From an optimization exercise on the open Yosys and OpenROAD flow, aimed at small area, a short achievable clock period and few clock cycles; shortcuts taken in it are not production practice.
The RTL was checked by simulation tests, not by an equivalence proof against the original design.
Power and IR drop assume default switching activity.

run A:
Design mcv_cal, start of the top module:
module mcv_cal (
    input  wire        clk,
    input  wire        rst,
    input  wire        s_valid,
    output wire        s_ready,
    input  wire [1:0]  s_op,       
    input  wire [2:0]  s_conv,
    input  wire [27:0] s_data,
    output reg         o_valid,
    output reg         o_kind,     
    output reg  [2:0]  o_conv,
    output reg  [11:0] o_raw,
    output reg         o_clamp,
    output reg         o_ok,
    output reg  [15:0] o_gain,
    output reg  [11:0] o_offset
);
    localparam OP_MEAS    = 2'd0;
    localparam OP_CAL     = 2'd1;
    localparam OP_RESTART = 2'd2;
    localparam OP_LOAD    = 2'd3;
    integer i;
    reg        busy;             
    reg        rdy;              
    reg        a_v;
    reg [1:0]  a_op;
    reg [7:0]  a_sm;             
    reg [7:0]  a_sc;             
    reg [7:0]  a_sx;             
    reg [27:0] a_data;
    assign s_ready = rdy;
    always @(posedge clk) begin
        if (rst)
            a_v <= 1'b0;
        else if (!busy)
            a_v <= s_valid;
        if (!busy) begin
            a_op   <= s_op;
            a_sm   <= (s_op == OP_MEAS) ? (8'd1 << s_conv) : 8'd0;
            a_sc   <= (s_op == OP_CAL)  ? (8'd1 << s_conv) : 8'd0;
            a_sx   <= (s_op[1])         ? (8'd1 << s_conv) : 8'd0;
            a_data <= s_data;
        end
    end
    reg [11:0] cal_off  [0:7];
    reg [15:0] cal_gain [0:7];
    reg [5:0]  cal_cnt  [0:7];
    reg [16:0] sum_lo   [0:7];
    reg [16:0] sum_hi   [0:7];
    reg [7:0]  ld;
    reg [7:0]  em;
    reg [7:0]  hv;
    wire        go   = a_v & ~busy;
    wire [7:0]  a_sel = a_sm | a_sc | a_sx;
    wire [2:0]  a_conv = {|a_sel[7:4], a_sel[7] | a_sel[6] | a_sel[3] | a_sel[2],
                          a_sel[7] | a_sel[5] | a_sel[3] | a_sel[1]};
    wire [11:0] a_u  = a_data[11:0];
    wire [7:0]  sel_m  = a_sm & ld;          
    wire [7:0]  sel_d  = a_sm & ~ld;         
    wire [7:0]  sel_c  = a_sc & ~em;         
    wire [7:0]  sel_h  = a_sc & hv;          
    reg  [11:0] r_off;
  ...
Size: ~3,300 cells after synthesis, roughly 84 I/O pins.
clock: 12.0 ns
lec_check: 0
cap_margin: 20
core_margin: 2
core_utilization: 40
slew_margin: 20
run.sh (not shown) runs the stock make flow with config.mk's settings and CLKGATE_MAP_FILE= SYNTH_SCRIPT=/design/flow/synth_recipe.tcl, a recipe that flattens the netlist after the stock synthesis.
Testbench counts of run A, summed over its fixed seeds: cycles 19,150.
Input-level comparison between run B and run A:
==> flow/flow/run.sh (new file) <==
#!/bin/bash
# The standard layout (standard.sh: the standard synthesis and the ORFS
# steps with the standard flow's config.mk and constraint.sdc, unchanged), with ORFS's
# repair_timing asked to leave more setup slack than the default, so that it
# also shortens paths that already meet the design's clock period.
set -euo pipefail
MARGIN=${MARGIN:-7.5}
bash standard.sh SETUP_SLACK_MARGIN=$MARGIN finish > run_make.log 2>&1
==> flow/standard.sh (new file) <==
#!/bin/bash
# synth_recipe.tcl (not shown) runs the flow's synth.tcl, then flattens the netlist and writes it again
# the make line also repeats each setting of config.mk as NAME=value (left out here)
make -C /OpenROAD-flow-scripts/flow DESIGN_CONFIG=/design/flow/config.mk WORK_HOME=/design/flow/orfs CLKGATE_MAP_FILE= SYNTH_SCRIPT=/design/flow/synth_recipe.tcl "${@:-finish}"
removed: flow/run.sh
--- outcome ---
Lower signed area change from the synthesized netlist to the final layout was reported by run A, not run B.
Any difference in total vias in the final route between run A and run B is small enough to ignore.
Number of nets in the layout grows slightly when moving from run A to run B.
Run A ended up with a_sc[4]$_SDFFCE_PP0N_ as its worst setup path startpoint; run B ended up with a_sc[6]$_SDFFCE_PP0N_.
Changes observed in run B relative to run A: number of fillers in the final layout level; power drawn by the combinational cells held steady; first-iteration DRC count picked up an extra 2.5%.
~same routing usage on met3 in run A and run B
Slowest stage cell on the critical path: nor4_2 -> run B, and2_1 -> run A
Global routing usage on met2 delta (run A -> run B): insignificant
On sequential cell area, run B tracks run A almost exactly.
[inputs] run C vs run B
diff --git a/flow/flow/run.sh b/flow/flow/run.sh
--- a/flow/flow/run.sh
+++ b/flow/flow/run.sh
@@ -7 +7 @@
-MARGIN=${MARGIN:-7.5}
+MARGIN=${MARGIN:-9}
Lower fraction of cell area in non-clock buffers was reported by run B, not run C. Going from run B to run C, the overall global routing resource usage was found to have gone up by 2.4 points. On post-detailed-route via-to-cell ratio: between run C and run B, it ends up higher for run C. Relative to run B, the power measured on run C has increased by a few percent. STATUS routed wire length: run C loses against run B. Run C ended with more fraction of layout cells with a size suffix above 1 than run B. As far as count of cells along the worst hold path goes, run C and run B are indistinguishable; the numbers are identical. Signal arrival time at the worst endpoint, run C and run B, higher one = run B. In summary, run C completed successfully, with a layout that passed the timing, DRC and antenna checks. Run C ended up with or3b_4 as its critical-path cell with the highest stage delay; run B ended up with nor4_2. Of run C and run B, the run reporting the higher worst setup slack was run C. Run C ends up with higher total CTS buffers than run B does.

-- re-timing with driven ports --
No port has a modelled driver above. Below, the same layouts with a new extraction and two added sets of constraints. Step 1: set_driving_cell puts a clkbuf_16 on clk and a buf_2 on each other input, an assumption about the parent block. Step 2, shift: input delay + t, output delay - t, t = (earliest + latest rising clock arrival at the registers) / 2. This alone moves slack from input paths to output paths. Slacks: ideal ports / drivers / drivers and shift; pairs: ideal ports / drivers.
| run | t (ns) | setup slack, ns | latest minus earliest clock arrival (ns) | worst slew at a driven data input, ns | cell pins on the clock port's net |
|---|---|---|---|---|---|
| run A | 0.724 | 7.296 / 7.296 / 7.296 | 0.057 / 0.057 | 0.08 | 1 |
| run B | 0.726 | 7.675 / 7.675 / 7.675 | 0.059 / 0.059 | 0.08 | 1 |
| run C | 0.731 | 8.025 / 8.025 / 8.025 | 0.082 / 0.082 | 0.11 | 1 |
After both steps setup and hold are still met in every run listed.
